Source: an optimization exercise on an open RTL-to-GDS flow (aim: small area and a short achievable clock period). Production flows keep margins and buffers that such runs may drop.
Only simulation tests tie the RTL to the original design; equivalence was not proved.

<file path="run.sh">
#!/bin/bash
# synth_recipe.tcl (not shown) runs the flow's synth.tcl, then flattens the netlist and writes it again
# the make line also repeats each setting of config.mk as NAME=value (left out here)
make -C /OpenROAD-flow-scripts/flow DESIGN_CONFIG=/design/flow/config.mk WORK_HOME=/design/flow/orfs CLKGATE_MAP_FILE= SYNTH_SCRIPT=/design/flow/synth_recipe.tcl finish
</file>
<file path="config.mk">
export PLATFORM = sky130hd
export DESIGN_NAME = hdr_merge
export DESIGN_NICKNAME = hdr_merge
export VERILOG_FILES = /design/flow/design.v
export SDC_FILE = /design/flow/constraint.sdc
export NUM_CORES = 4
export LEC_CHECK = 0
export CAP_MARGIN = 20
export CORE_MARGIN = 2
export CORE_UTILIZATION = 50
export SLEW_MARGIN = 20
</file>
<file path="constraint.sdc">
create_clock -name core_clock -period 13.0 [get_ports {clk}]
set_input_delay 2.6000 -clock core_clock [delete_from_list [all_inputs] [get_ports {clk}]]
set_output_delay 2.6000 -clock core_clock [all_outputs]
set_load 0.01 [all_outputs]
</file>
<file path="design.v">
module hdr_merge (
    input  wire        clk,
    input  wire        rst,         
    input  wire        in_valid,
    input  wire        depth,       
    input  wire [1:0]  nexp,        
    input  wire [11:0] code_l,
    input  wire        cg_l,
    input  wire [11:0] code_m,
    input  wire        cg_m,
    input  wire [11:0] code_s,
    input  wire        cg_s,
    input  wire [15:0] dark_l,      
    input  wire [15:0] dark_m,
    input  wire [15:0] dark_s,
    input  wire [31:0] ratio_m,     
    input  wire [31:0] ratio_s,     
    output reg         out_valid,
    output reg  [23:0] lin,
    output reg  [1:0]  lin_src      
);
    localparam [14:0] MERGE_LIMIT = 15'd28672;
    localparam [23:0] LIN_MAX     = 24'hFFFFFF;
    reg        v1;
    reg        depth1;
    reg [1:0]  nexp1;
    reg [11:0] code_l1, code_m1, code_s1;
    reg        cg_l1, cg_m1, cg_s1;
    reg [15:0] dark_l1, dark_m1, dark_s1;
    reg [31:0] ratio_m1, ratio_s1;
    always @(posedge clk) begin
        if (rst) v1 <= 1'b0;
        else     v1 <= in_valid;
        depth1   <= depth;
        nexp1    <= nexp;
        code_l1  <= code_l;   cg_l1 <= cg_l;
        code_m1  <= code_m;   cg_m1 <= cg_m;
        code_s1  <= code_s;   cg_s1 <= cg_s;
        dark_l1  <= dark_l;
        dark_m1  <= dark_m;
        dark_s1  <= dark_s;
        ratio_m1 <= ratio_m;
        ratio_s1 <= ratio_s;
    end
    wire [14:0] v_l, v_m, v_s;
    hdr_conv u_conv_l (.depth(depth1), .code(code_l1), .cg(cg_l1), .dark(dark_l1), .v(v_l));
    hdr_conv u_conv_m (.depth(depth1), .code(code_m1), .cg(cg_m1), .dark(dark_m1), .v(v_m));
    hdr_conv u_conv_s (.depth(depth1), .code(code_s1), .cg(cg_s1), .dark(dark_s1), .v(v_s));
    wire [23:0] lin_m, lin_s;
    hdr_scale u_scale_m (.v(v_m), .ratio(ratio_m1), .lin(lin_m));
    hdr_scale u_scale_s (.v(v_s), .ratio(ratio_s1), .lin(lin_s));
    reg [23:0] lin_d;
    reg [1:0]  src_d;
    always @(*) begin
        if (nexp1 <= 2'd1 || v_l < MERGE_LIMIT) begin
            lin_d = {9'd0, v_l};
            src_d = 2'd0;
        end else if (nexp1 == 2'd3 && v_m < MERGE_LIMIT) begin
            lin_d = lin_m;
            src_d = 2'd1;
        end else begin
            lin_d = lin_s;
            src_d = 2'd2;
        end
    end
    always @(posedge clk) begin
        if (rst) out_valid <= 1'b0;
        else     out_valid <= v1;
        lin     <= lin_d;
        lin_src <= src_d;
    end
endmodule
module hdr_conv (
    input  wire        depth,
    input  wire [11:0] code,
    input  wire        cg,
    input  wire [15:0] dark,
    output reg  [14:0] v
);
    wire [17:0] code16 = depth ? {code, 6'd0} : {2'd0, code, 4'd0};   
    wire signed [19:0] diff  = $signed({2'b00, code16}) - $signed({4'b0000, dark});
    wire signed [22:0] prod  = cg ? (diff <<< 3) : diff;               
    wire signed [22:0] rnd   = prod + 23'sd8;
    wire signed [18:0] q     = rnd >>> 4;                              
    always @(*) begin
        if (q < 0)
            v = 15'd0;
        else if (q > 19'sd32767)
            v = 15'd32767;
        else
            v = q[14:0];
    end
endmodule
module hdr_scale (
    input  wire [14:0] v,
    input  wire [31:0] ratio,
    output wire [23:0] lin
);
    wire [46:0] prod = v * ratio;
    wire [47:0] rnd  = {1'b0, prod} + 48'd32768;
    wire [31:0] q    = rnd[47:16];
    assign lin = (q > 32'h00FFFFFF) ? 24'hFFFFFF : q[23:0];
endmodule
</file>
==> summary.txt <==
[final timing paths]
kind | end | startpoint | slack (ns)
worst max-delay path | lin[2] | depth1 | 0.88
worst min-delay path | out_valid | v1 | 0.45
worst max register to register | lin[2] | depth1 | 0.88
worst min register to register | out_valid | v1 | 0.45
[metal layers]
layer / up-vias / part of all wire, %
met4: 0 / 1.8
met5: - / 0
met1: 16829 / 43
met2: 711 / 51
li1: 15524 / -
met3: 110 / 4.1
[cell type report]
| cell class | instances | area (sq um) | area share [%] |
|---|---|---|---|
| Clock inverter | 15 | 203 | 0.445 |
| Clock buffer | 17 | 425 | 0.933 |
| Sequential cell | 182 | 3640 | 7.99 |
| Multi-Input combinational cell | 3555 | 34000 | 74.7 |
| Tap cell | 1080 | 1350 | 2.96 |
| Antenna cell | 1 | 2.50 | 0.00549 |
| Timing Repair Buffer | 236 | 2260 | 4.96 |
| Inverter | 976 | 3660 | 8.03 |
[metrics by stage]
stage               hold WS (ns)
CTS                        0.453
finish                     0.453
floorplan                  0.414
global route               0.465
detailed placement         0.435
global placement           0.419
[flip-flops by register name, indices dropped and copies added (netlist names), 2 cells and up]
register  flops
code_m1      12
ratio_m1     32
dark_m1      16
lin          24
code_s1      12
lin_src       2
dark_l1      16
nexp1         2
code_l1      12
ratio_s1     32
dark_s1      16
[worst max-delay path: cells and delay by family, from the launching register on]
family / cells / cell delay (ns)
flops: 1 / 0.57
simple gates: 12 / 2.75
mux: 1 / 0.38
buf+inv: 4 / 0.53
fa+ha+maj: 8 / 3.87
compound gates: 15 / 3.85
[cell usage after synthesis (39+ instances only)]
cell      instances
a21o_1           78
dfxtp_1         182
clkbuf_1        223
o21ai_0         111
a21oi_1         214
and2_1          430
nand4_1          43
xor2_1           39
nor2_1          128
inv_1           976
ha_1            326
fa_1            778
xnor2_1          73
nor3_1           59
nand3_1          57
nand2_1         682
[logic make-up after synthesis]
kind of cell / synth area share, %
flip-flops: 8.66
multiplexers: 1.47
adder cells (fa/ha/maj): 46.7
AO/OA/AOI/OAI: 11.3
buffers and inverters: 10.9
AND/OR/NAND/NOR: 18.7
XOR/XNOR: 2.33
[cells in the final DEF (no fill, tap or decap), types with 30 or more instances in the layout]
cell type / count
nor3_1: 59
a21oi_1: 189
fa_1: 778
buf_4: 47
mux2_2: 37
o31ai_1: 30
and2_1: 430
nor2_1: 124
o21ai_0: 111
xor2_1: 39
nand2_1: 681
o21a_1: 37
ha_1: 326
nand3_1: 57
nand4_1: 43
xnor2_1: 73
o21bai_1: 31
dfxtp_1: 181
clkdlybuf4s50_1: 183
inv_1: 976
a21o_1: 78
==> flow_summary.yaml <==
run_status:
  status: "timing/DRC/antenna clean"
routing:
  vias: 33174
  routedWlPerCell_um: 18.7
  postRouteAntennaNets: 0
  vias_per_cell: 5.47
  totalWireLength_um: 113000
  remaining_drc_errors: 0
  dr.pass1.iters: 7
  drtIter0Drc: 1756
worst_setup_path:
  crit_fanout: 18
  crit_top_cell: "fa_1"
  reg2reg_depth: 40
  path_class: "register to register"
  worstPathRequired_ns: 13.39
  cp.arrival_ns: 12.51
  slowest_delay_ns: 0.73
  slowest_stage: "o2bb2ai_2"
  cp-start-kind: "register"
  cp-end-kind: "register"
synthesis:
  yosysTopAreaCell: "fa_1"
  synth_edf_count: 0
  syn_nets: 6210
  synth_area_leaders: "fa_1, ha_1, inv_1, dfxtp_1, and2_1"
  synthFlopType: "dfxtp_1"
  syn-cell-area_sq_um: 42100
  yosysTopAreaCellShare_pct: 37.0
  netlist_instances: 4949
  synth.avg_cell_area_sq_um: 8.50
  async_reset_ff_share_pct: 0
  ys_warn_count: 2
  synth_cell_types: 102
  yosysSeqAreaShare_pct: 8.66
  yosys_register_bits: 182
place:
  place_inst: 6029
  portBuffers: 183
  place_ws_ns: 0.566
  hpwl_um: 93000
  gp_congestion: 0.925
  placed_cell_area_sq_um: 44900
timing:
  finClkSkew_ns: 0.0240
  fin_crit_ns: 12.12
  hold_viol: 0
  slew_headroom_pct: 30.5
  setup_tns_ns: 0
  finalSetupViolations: 0
  fmax_ghz: 0.0825
  timing.final.crit_share_pct: 93.2
  setup_slack_ns: 0.879
  finalMaxSlewViolations: 0
  rsz0062_at_grt: "no"
  worstMarginPinSlew_ns: 1.04
layout:
  syn_to_final_growth_pct: 8.35
  fin_area_sq_um: 45600
  final_core_util_pct: 54.6
  drive_gt1_share_pct: 4.02
  fillers: 7885
  nets: 6229
  instances_no_fill: 6062
die:
  rows: 106
  die_area_sq_um: 86500
  start_util_pct: 50.4
  fp.dieH_um: 294
  die_w_um: 294
  core_area_sq_um: 83600
  ios: 184
global_route:
  grt_pass1_vias: 35280
  grtUsageMet2_pct: 49.0
  grt.met3_usage_pct: 3.17
  busiest_layer: "met2"
  antenna_found_initial: 1
  grt_max_degree: 41
  track_usage_pct: 27.5
  grt_use_met1_pct: 35.6
  grt_first_pass_wirelength_um: 188000
  gr-total-overflow: 0
clocking:
  clockBufferDepth: 2
  cts_tree: "done"
  cts_resized: 0
  worstSkewPairLatency_ns: 0.53
  cts_setup_buffers: 0
  cts_buffers: 17
  htree_levels: 4
  cts.sinks: 182
  cts_hold_buf: 0
  clk_pin_slew_ns: 0.09
  cts-root-buf: "clkbuf_16"
flow_run:
  drv_cap: 0
min_path:
  holdPathStages: 1
  min_path_type: "register to register"

[static timing again, ports no longer ideal]
The flow's constraints put no driver on any port. The routed layout listed below was extracted and timed again, unchanged, in two steps.
Step 1, drivers: a clkbuf_16 drives clk and a buf_2 each remaining input, both assumed.
Step 2 times the ports against the registers' clock, not the clock port: input delays grow and output delays shrink by t, the midpoint of the rising clock arrivals with the driver on.
a / b / c = no drivers / after step 1 / after step 2; a / b = the first two.
t (ns): 0.586
slack for setup (ns): 0.879 / 0.879 / 0.879
hold WS [ns]: 0.453 / 0.453 / 0.453
After both steps this run still meets setup and hold. The setup slack of this run moves by 0.000 ns with the drivers and by 0.000 ns with both steps.
